Source: an optimization exercise on an open RTL-to-GDS flow (aim: small area). Production flows keep margins and buffers that such runs may drop. Function was checked by simulation only, so behaviour that the tests miss may differ from the original. Power figures rest on the tool's default switching activity, not on a simulated workload.

$ cat flow/run.sh
#!/bin/bash
# synth_recipe.tcl (not shown) runs the flow's synth.tcl, then flattens the netlist and writes it again
# the make line also repeats each setting of config.mk as NAME=value (left out here)
make -C /OpenROAD-flow-scripts/flow DESIGN_CONFIG=/design/flow/config.mk WORK_HOME=/design/flow/orfs CLKGATE_MAP_FILE= SYNTH_SCRIPT=/design/flow/synth_recipe.tcl finish
$ cat flow/config.mk
export PLATFORM = sky130hd
export DESIGN_NAME = bs_filt
export DESIGN_NICKNAME = bs_filt
export VERILOG_FILES = /design/flow/design.v
export SDC_FILE = /design/flow/constraint.sdc
export NUM_CORES = 4
export LEC_CHECK = 0
export CAP_MARGIN = 20
export CORE_MARGIN = 2
export CORE_UTILIZATION = 40
export SLEW_MARGIN = 20
$ cat flow/constraint.sdc
create_clock -name core_clock -period 16.0 [get_ports {clk}]
set_input_delay 3.2000 -clock core_clock [delete_from_list [all_inputs] [get_ports {clk}]]
set_output_delay 3.2000 -clock core_clock [all_outputs]
set_load 0.01 [all_outputs]
$ cat flow/design.v
module bs_channel (
    input  wire        clk,
    input  wire        rst,
    input  wire [1:0]  rot,
    input  wire        flush,
    input  wire        stb,
    input  wire        bit_in,
    output wire [3:0]  o_stb,
    output wire [3:0]  o_settled,
    output wire [95:0] o_data
);
    localparam [2:0] P_IDLE = 3'd0, P_BIT = 3'd1, P_PC1 = 3'd2, P_PC2 = 3'd3, P_PC3 = 3'd4;
    reg  [8:0] cnt;      
    reg  [1:0] hi;       
    reg        clrp;     
    reg        clr;      
    reg        xb;       
    reg        pend;     
    reg        done;     
    reg  [2:0] pt;       
    wire fend = (rot == 2'd3);
    wire bitp = (pt == P_BIT);
    wire pc1  = (pt == P_PC1);
    wire pc2  = (pt == P_PC2);
    wire pc3  = (pt == P_PC3);
    wire last16  = (cnt[3:0] == 4'hf);
    wire last32  = (cnt[4:0] == 5'h1f);
    wire last128 = (cnt[6:0] == 7'h7f);
    wire last512 = (cnt == 9'h1ff);
    reg [2:0] npt;
    always @(*) begin
        if (pend | stb)                          npt = P_BIT;
        else if (bitp && cnt[3:0] == 4'd14)      npt = P_PC1;
        else if (pc1  && cnt[4:0] == 5'd30)      npt = P_PC2;
        else if (pc2  && cnt[6:0] == 7'd126)     npt = P_PC3;
        else                                     npt = P_IDLE;
    end
    always @(posedge clk) begin
        if (rst) begin
            pt   <= P_IDLE;
            pend <= 1'b0;
            done <= 1'b0;
            clrp <= 1'b1;
        end else begin
            if (stb) begin
                cnt  <= clrp ? 9'd0 : cnt + 9'd1;
                hi   <= clrp ? 2'd0 : (cnt == 9'h1ff && !hi[1]) ? hi + 2'd1 : hi;
                clr  <= clrp;
                clrp <= 1'b0;
                xb   <= bit_in;
            end else if (flush) begin
                clrp <= 1'b1;
            end
            if (fend) begin
                pt   <= npt;
                done <= bitp;
                pend <= 1'b0;
            end else begin
                done <= 1'b0;
                if (stb) pend <= 1'b1;
            end
        end
    end
    reg  [6:0] gcur, gprev;
    always @(*) begin
        gcur = 7'd0; gprev = 7'd0;
        if (pc1) begin
            gcur  = rot[1] ? 7'd0 : A0[6:0];
            gprev = (rot == 2'd1 || rot == 2'd2) ? A0[13:7] : 7'd0;
        end else if (pc2) begin
            gcur  = B0[6:0];
            gprev = (rot == 2'd0) ? 7'd0 : B0[27:21];
        end else if (pc3) begin
            gcur  = C0[6:0];
            gprev = (rot == 2'd0) ? 7'd0 : C0[27:21];
        end
    end
    reg        c3, c5, d5p;
    reg  [1:0] d3p;
    wire [7:0] t3 = gcur + {gcur[5:0], gprev[6]}   + {7'd0, c3};
    wire [7:0] t5 = gcur + {gcur[4:0], gprev[6:5]} + {7'd0, c5};
    wire [6:0] m1  = gcur;
    wire [6:0] m3  = t3[6:0];
    wire [6:0] m6  = {t3[5:0], d3p[1]};
    wire [6:0] m12 = {t3[4:0], d3p};
    wire [6:0] m10 = {t5[5:0], d5p};
    always @(posedge clk) begin
        c3  <= fend ? 1'b0 : t3[7];
        c5  <= fend ? 1'b0 : t5[7];
        d3p <= fend ? 2'd0 : t3[6:5];
        d5p <= fend ? 1'b0 : t5[6];
    end
    function [6:0] gsel(input [3:0] k);
        case (k)
            4'd1:    gsel = m1;
            4'd3:    gsel = m3;
            4'd6:    gsel = m6;
            4'd10:   gsel = m10;
            4'd12:   gsel = m12;
            default: gsel = 7'd0;
        endcase
    endfunction
    function [6:0] kx(input [3:0] k, input en);
        kx = (en && xb && rot == 2'd0) ? {3'd0, k} : 7'd0;
    endfunction
    reg  [13:0] A0, A1, A2;
    reg         cA0, cA1, cA2;
    reg  [7:0]  ka, kb, kc;
    always @(*) begin
        case (cnt[3:0])
            4'd0:  begin ka = 8'd0;   kb = 8'd120; kc = 8'd136; end
            4'd1:  begin ka = 8'd0;   kb = 8'd136; kc = 8'd120; end
            4'd2:  begin ka = 8'd1;   kb = 8'd150; kc = 8'd105; end
            4'd3:  begin ka = 8'd3;   kb = 8'd162; kc = 8'd91;  end
            4'd4:  begin ka = 8'd6;   kb = 8'd172; kc = 8'd78;  end
            4'd5:  begin ka = 8'd10;  kb = 8'd180; kc = 8'd66;  end
            4'd6:  begin ka = 8'd15;  kb = 8'd186; kc = 8'd55;  end
            4'd7:  begin ka = 8'd21;  kb = 8'd190; kc = 8'd45;  end
            4'd8:  begin ka = 8'd28;  kb = 8'd192; kc = 8'd36;  end
            4'd9:  begin ka = 8'd36;  kb = 8'd192; kc = 8'd28;  end
            4'd10: begin ka = 8'd45;  kb = 8'd190; kc = 8'd21;  end
            4'd11: begin ka = 8'd55;  kb = 8'd186; kc = 8'd15;  end
            4'd12: begin ka = 8'd66;  kb = 8'd180; kc = 8'd10;  end
            4'd13: begin ka = 8'd78;  kb = 8'd172; kc = 8'd6;   end
            4'd14: begin ka = 8'd91;  kb = 8'd162; kc = 8'd3;   end
            default: begin ka = 8'd105; kb = 8'd150; kc = 8'd1; end
        endcase
    end
    wire act16 = bitp & ~rot[1];
    wire sh16  = act16 & (cnt[3:0] == 4'd0);
    wire cl16  = act16 & clr;
    wire en16  = act16 & xb;
    wire [6:0] sA0 = cl16 ? 7'd0 : sh16 ? A1[6:0] : A0[6:0];
    wire [6:0] sA1 = cl16 ? 7'd0 : sh16 ? A2[6:0] : A1[6:0];
    wire [6:0] sA2 = (cl16 | sh16) ? 7'd0 : A2[6:0];
    wire [6:0] aA0 = !en16 ? 7'd0 : rot[0] ? {6'd0, kc[7]} : kc[6:0];
    wire [6:0] aA1 = !en16 ? 7'd0 : rot[0] ? {6'd0, kb[7]} : kb[6:0];
    wire [6:0] aA2 = !en16 ? 7'd0 : rot[0] ? {6'd0, ka[7]} : ka[6:0];
    wire [7:0] nA0 = sA0 + aA0 + {7'd0, cA0};
    wire [7:0] nA1 = sA1 + aA1 + {7'd0, cA1};
    wire [7:0] nA2 = sA2 + aA2 + {7'd0, cA2};
    always @(posedge clk) begin
        A0 <= {nA0[6:0], A0[13:7]};
        A1 <= {nA1[6:0], A1[13:7]};
        A2 <= {nA2[6:0], A2[13:7]};
        cA0 <= (act16 & ~rot[0]) ? nA0[7] : 1'b0;
        cA1 <= (act16 & ~rot[0]) ? nA1[7] : 1'b0;
        cA2 <= (act16 & ~rot[0]) ? nA2[7] : 1'b0;
    end
    reg  [27:0] B0, B1;
    reg         cB0, cB1;
    wire shB = bitp & (cnt[4:0] == 5'd0);
    wire clB = bitp & clr;
    wire [3:0] kB0 = cnt[4] ? 4'd1 : 4'd3;
    wire [3:0] kB1 = cnt[4] ? 4'd3 : 4'd1;
    wire [6:0] sB0 = clB ? 7'd0 : shB ? B1[6:0] : B0[6:0];
    wire [6:0] sB1 = (clB | shB) ? 7'd0 : B1[6:0];
    wire [6:0] aB0 = pc1 ? gsel(kB0) : kx(kB0, bitp & last16);
    wire [6:0] aB1 = pc1 ? gsel(kB1) : kx(kB1, bitp & last16);
    wire [7:0] nB0 = sB0 + aB0 + {7'd0, cB0};
    wire [7:0] nB1 = sB1 + aB1 + {7'd0, cB1};
    always @(posedge clk) begin
        B0 <= {nB0[6:0], B0[27:7]};
        B1 <= {nB1[6:0], B1[27:7]};
        cB0 <= fend ? 1'b0 : nB0[7];
        cB1 <= fend ? 1'b0 : nB1[7];
    end
    function [3:0] k0(input [1:0] s);
        case (s) 2'd0: k0 = 4'd10; 2'd1: k0 = 4'd6; 2'd2: k0 = 4'd3; default: k0 = 4'd1; endcase
    endfunction
    function [3:0] k1(input [1:0] s);
        case (s) 2'd0: k1 = 4'd6; 2'd1: k1 = 4'd10; default: k1 = 4'd12; endcase
    endfunction
    function [3:0] k2(input [1:0] s);
        case (s) 2'd2: k2 = 4'd1; 2'd3: k2 = 4'd3; default: k2 = 4'd0; endcase
    endfunction
    reg  [27:0] C0, C1, C2;
    reg         cC0, cC1, cC2;
    wire shC = bitp & (cnt[6:0] == 7'd0);
    wire clC = bitp & clr;
    wire [1:0] sc = cnt[6:5];
    wire [6:0] sC0 = clC ? 7'd0 : shC ? C1[6:0] : C0[6:0];
    wire [6:0] sC1 = clC ? 7'd0 : shC ? C2[6:0] : C1[6:0];
    wire [6:0] sC2 = (clC | shC) ? 7'd0 : C2[6:0];
    wire [6:0] aC0 = pc2 ? gsel(k0(sc)) : kx(k0(sc), bitp & last32);
    wire [6:0] aC1 = pc2 ? gsel(k1(sc)) : kx(k1(sc), bitp & last32);
    wire [6:0] aC2 = pc2 ? gsel(k2(sc)) : kx(k2(sc), bitp & last32);
    wire [7:0] nC0 = sC0 + aC0 + {7'd0, cC0};
    wire [7:0] nC1 = sC1 + aC1 + {7'd0, cC1};
    wire [7:0] nC2 = sC2 + aC2 + {7'd0, cC2};
    always @(posedge clk) begin
        C0 <= {nC0[6:0], C0[27:7]};
        C1 <= {nC1[6:0], C1[27:7]};
        C2 <= {nC2[6:0], C2[27:7]};
        cC0 <= fend ? 1'b0 : nC0[7];
        cC1 <= fend ? 1'b0 : nC1[7];
        cC2 <= fend ? 1'b0 : nC2[7];
    end
    reg  [27:0] D0, D1, D2;
    reg         cD0, cD1, cD2;
    wire shD = bitp & (cnt == 9'd0);
    wire clD = bitp & clr;
    wire [1:0] sd = cnt[8:7];
    wire [6:0] four = (rot == 2'd0) ? 7'd4 : 7'd0;
    wire [6:0] sD0 = clD ? four : shD ? D1[6:0] : D0[6:0];
    wire [6:0] sD1 = clD ? four : shD ? D2[6:0] : D1[6:0];
    wire [6:0] sD2 = (clD | shD) ? four : D2[6:0];
    wire [6:0] aD0 = pc3 ? gsel(k0(sd)) : kx(k0(sd), bitp & last128);
    wire [6:0] aD1 = pc3 ? gsel(k1(sd)) : kx(k1(sd), bitp & last128);
    wire [6:0] aD2 = pc3 ? gsel(k2(sd)) : kx(k2(sd), bitp & last128);
    wire [7:0] nD0 = sD0 + aD0 + {7'd0, cD0};
    wire [7:0] nD1 = sD1 + aD1 + {7'd0, cD1};
    wire [7:0] nD2 = sD2 + aD2 + {7'd0, cD2};
    always @(posedge clk) begin
        D0 <= {nD0[6:0], D0[27:7]};
        D1 <= {nD1[6:0], D1[27:7]};
        D2 <= {nD2[6:0], D2[27:7]};
        cD0 <= fend ? 1'b0 : nD0[7];
        cD1 <= fend ? 1'b0 : nD1[7];
        cD2 <= fend ? 1'b0 : nD2[7];
    end
    wire [23:0] o16  = A0[12] ? 24'h7f_ffff : {~A0[11], A0[10:0], 12'd0};
    wire [23:0] o32  = B0[15] ? 24'h7f_ffff : {~B0[14], B0[13:0], 9'd0};
    wire [23:0] o128 = C0[21] ? 24'h7f_ffff : {~C0[20], C0[19:0], 3'd0};
    wire [23:0] o512 = D0[27] ? 24'h7f_ffff : {~D0[26], D0[25:3]};
    assign o_data = {o512, o128, o32, o16};
    assign o_stb  = {done & last512, done & last128, done & last32, done & last16};
    wire hi0 = (hi != 2'd0);
    assign o_settled = {hi[1],
                        hi0 | (cnt[8:7] >= 2'd2),
                        hi0 | (cnt[8:5] >= 4'd2),
                        hi0 | (cnt[8:4] >= 5'd2)};
endmodule
module bs_filt #(
    parameter integer NCH = 4
) (
    input  wire                clk,
    input  wire                rst,
    input  wire [NCH-1:0]      flush,
    input  wire [NCH-1:0]      mod_stb,
    input  wire [NCH-1:0]      mod_bit,
    output wire [4*NCH-1:0]    out_stb,
    output wire [4*NCH-1:0]    out_settled,
    output wire [96*NCH-1:0]   out_data
);
    reg [1:0] rot;
    always @(posedge clk) begin
        if (rst) rot <= 2'd0;
        else     rot <= rot + 2'd1;
    end
    genvar c;
    generate
        for (c = 0; c < NCH; c = c + 1) begin : g_ch
            bs_channel u_ch (
                .clk      (clk),
                .rst      (rst),
                .rot      (rot),
                .flush    (flush[c]),
                .stb      (mod_stb[c]),
                .bit_in   (mod_bit[c]),
                .o_stb    (out_stb[4*c +: 4]),
                .o_settled(out_settled[4*c +: 4]),
                .o_data   (out_data[96*c +: 96]));
        end
    endgenerate
endmodule
==> summary.txt <==
==> report_power, final <==
| group | internal, W | switching, W | leakage (nW) |
|---|---|---|---|
| clock network | 0.00200 | 0.00133 | 2.37 |
| registers | 0.00349 | 0.000214 | 10.5 |
| logic | 0.000609 | 0.000513 | 16.5 |
| total | 0.00610 | 0.00206 | 29.4 |
==> critical path: cells and delay by family, from the launching register on <==
| family | cells | cell delay (ns) |
|---|---|---|
| simple gates | 4 | 0.97 |
| fa+ha+maj | 1 | 0.17 |
| flops | 1 | 0.97 |
| buf+inv | 1 | 0.55 |
==> through the flow <==
step           area, um2  total power (W)  setup WS [ns]   util  hold WS, ns
3_5_place_dp       61600          0.00490           9.61  0.442        0.312
6_report           66500          0.00816           9.35  0.476        0.310
3_3_place_gp       61600          0.00489           9.69  0.442        0.310
2_1_floorplan      56300          0.00431          10.70      -        0.310
5_1_grt            66500          0.00852           9.20  0.476        0.316
4_1_cts            66500          0.00827           9.36  0.476        0.310
==> cells in the final DEF (no fill, tap or decap), drive strengths merged, types with 186 or more instances in the layout <==
cell type	n
clkbuf	186
a21oi	433
clkdlybuf4s50	429
dfxtp	1226
nor2	562
inv	344
xnor2	193
or2	294
nand2	663
ha	358
o21ai	245
==> per-layer routing <==
metal  up-vias  global-route usage  share of wire
met1     19682               0.290           0.47
li1      20679                   -              -
met3       231              0.0344          0.063
met4         0              0.0680          0.026
met2      1210               0.319           0.44
met5         -                   0              0
==> worst min-delay path by stage <==
stage                        startpoint             endpoint  slack, ns  cells past startpoint
floorplan            g_ch[0].u_ch.A1[7]   g_ch[0].u_ch.A1[0]       0.31                      0
global placement    g_ch[1].u_ch.D2[22]  g_ch[1].u_ch.D2[15]       0.31                      0
detailed placement  g_ch[2].u_ch.C0[24]  g_ch[2].u_ch.C0[17]       0.31                      0
CTS                  g_ch[2].u_ch.C1[7]   g_ch[2].u_ch.C1[0]       0.31                      0
global route        g_ch[0].u_ch.C1[17]  g_ch[0].u_ch.C1[10]       0.32                      0
finish              g_ch[0].u_ch.B1[26]  g_ch[0].u_ch.B1[19]       0.31                      0
==> state kept, by name, indices dropped and copies added (netlist names), 12 cells and up <==
signal	count
g_ch.u_ch.A2	56
g_ch.u_ch.A1	56
g_ch.u_ch.B0	112
g_ch.u_ch.D0	112
g_ch.u_ch.D2	112
g_ch.u_ch.kc	32
g_ch.u_ch.B1	112
g_ch.u_ch.C1	112
g_ch.u_ch.D1	112
g_ch.u_ch.C0	112
g_ch.u_ch.kb	24
g_ch.u_ch.A0	56
g_ch.u_ch.C2	112
g_ch.u_ch.cnt	36
g_ch.u_ch.ka	16
g_ch.u_ch.pt	12
==> kinds of logic (layout without fill, tap and decap cells) <==
family	count (synthesis)	after routing	share of synthesized area
other cells	0	4	0
simple gates	2097	2097	0.179
xor+xnor	264	264	0.0412
compound gates	1168	1168	0.127
mux	90	90	0.0185
fa+ha+maj	461	461	0.116
buf+inv	718	1083	0.0550
flops	1278	1278	0.464
==> cell type report <==
class,instances,area (um2)
fillers,13198,73000
multi-input cells,4080,27100
flip-flops and latches,1278,26100
repair buffers,493,4770
clock buffers,186,4020
well taps,1876,2350
inverters,338,1270
clock inverters,66,811
diodes,4,10.0
==> reports/qor.tcl <==
set qor(run_status) {timing/DRC/antenna clean}
set qor(crit_path_end_kind) {output port}
set qor(ff2ff_setup_slack_ns) 10.24
set qor(clock-skew-final_ns) 0.0288
set qor(delay_contributed_by_the_slowest_stage_of_the_critical_path_ns) 0.97
set qor(worst_setup_path_endpoint) {out_stb[7]}
set qor(initial_core_utilization) 0.404
set qor(wl_um) 150000
set qor(final_nets) 6803
set qor(synth-edff-count) 52
set qor(yosys-top-cells-count) {sky130_fd_sc_hd__dfxtp_1, sky130_fd_sc_hd__nand2_1, sky130_fd_sc_hd__nor2_1}
set qor(r2r_endpoint) {g_ch[2].u_ch.cC0}
set qor(ctsHoldBuffers) 0
set qor(grt_pass1_wl_um) 230000
set qor(share_of_the_yosys_chip_area_belonging_to_registers) 0.464
set qor(slew_viol_final) 0
set qor(synth_area_leaders) {sky130_fd_sc_hd__dfxtp_1, sky130_fd_sc_hd__ha_1, sky130_fd_sc_hd__nand2_1}
set qor(worst-endpoint-required_ns) 12.80
set qor(setup_violations) 0
set qor(fin_crit_ns) 6.65
set qor(timing.fmax_mhz) 150
set qor(tritoncts) {built}
set qor(die_area_mm2) 0.144
set qor(power_density_mw_per_mm2) 123
set qor(critical_path.most_common_cell) {sky130_fd_sc_hd__and2_1}
set qor(synth_cell_types) 79
set qor(drt-wirelength-per-cell_um) 18.0
set qor(synth_area_mm2) 0.0563
set qor(timing.slew.headroom) 0.252
set qor(antenna_left) 0
set qor(grt_overflow) 0
set qor(overall_track_demand_over_capacity_in_global_routing) 0.206
set qor(synthesis.instances) 6076
set qor(final_layout_size_suffix_gt1_frac) 0.102
set qor(routabilityCongestion) 0.911
set qor(drc) 0
set qor(synth_async_sr_flop_share) 0
set qor(die_w_um) 379
set qor(p_leak_nw) 29.4
set qor(buffer_ports.inserted) 429
set qor(rsz0062_at_grt) {no}
set qor(max-cap-violations) 0
set qor(detailedPlacementHpwl_um) 108000
set qor(post-cts-setup-buffer-count) 0
set qor(setup.worst_path.start_class) {register}
set qor(worst_setup_path_startpoint) {g_ch[1].u_ch.cnt[4]}
set qor(ys_warn_count) 2
set qor(cts.root.buffer_cell) {sky130_fd_sc_hd__clkbuf_16}
set qor(numPlacedInstances) 8065
set qor(ctsLongestPathBuffers) 3
set qor(path_cells) {and3_1 -> and4_1 -> and2_1 -> ha_1 -> and2_1 -> clkdlybuf4s50_1}
set qor(worst_hold_path_type) {reg2reg}
set qor(placementRows) 137
set qor(cpMaxStageDelayCell) {sky130_fd_sc_hd__edfxtp_1}
set qor(ys.flop_type) {sky130_fd_sc_hd__dfxtp_1}
set qor(fp.coreArea_mm2) 0.140
set qor(cts_num_sinks) 1278
set qor(via_count) 41802
set qor(ys_ff_latch) 1278
set qor(finalNonFillerCells) 8321
set qor(synth_fp_nets) 6548
set qor(flow.area_growth_from_synthesis_pct) 18.1
set qor(critPathMaxFanout) 31
set qor(grt_antenna_before_repair) 7
set qor(die-height_um) 379
set qor(detailedRoute.firstPassIterationCount) 6
set qor(number_of_global_route_vias_before_repair) 40460
set qor(final.period_utilization) 0.416
set qor(worst_setup_hold_path_clk_slew_ns) 0.06
set qor(report.final.hold_viol_count) 0
set qor(reg2reg_from) {rot[1]}
set qor(viasPerCell) 5.02
set qor(worstSetupPathType) {reg2out}
set qor(yosys.cell_count.top_type) {sky130_fd_sc_hd__dfxtp_1}
set qor(synth_area_per_cell_um2) 9.27
set qor(io-pin-count) 430
set qor(numCtsBuffers) 140
set qor(tns_ns) 0
set qor(largest_net_degree_at_the_start_of_global_routing) 48
set qor(area_fraction_of_the_dominant_cell_type_after_synthesis) 0.436
set qor(rr_worst_depth) 23
set qor(worstPathArrival_ns) 3.45
set qor(htreeDepth) 4
set qor(worst_slew_pin_slew_ns) 1.12
set qor(clock_latency_ns) 0.77
set qor(postCtsResizedCells) 0
set qor(drt-initial-drc-count) 2725
set qor(max_vdd_drop_mv) 0.112
set qor(synth_area_leader_cell) {sky130_fd_sc_hd__dfxtp_1}

## separate check: timing with driven ports
The flow's constraints put no driver on any port. The routed layout listed below was extracted and timed again, unchanged, in two steps. Step 1 assumes that a clkbuf_16 drives the clock port and a buf_2 every other input. Step 2, shift: input delay + t, output delay - t, t = (earliest + latest rising clock arrival at the registers) / 2. This alone moves slack from input paths to output paths. Three values: no drivers, after step 1, after step 2; two values: the first two.
t, ns: 0.840
slack for setup (ns): 9.347 / 9.266 / 9.574
worst setup path at the end: input to register
After both steps this run still meets setup and hold. For this run, drivers alone change the setup slack by -0.081 ns; drivers and shift together by +0.227 ns.
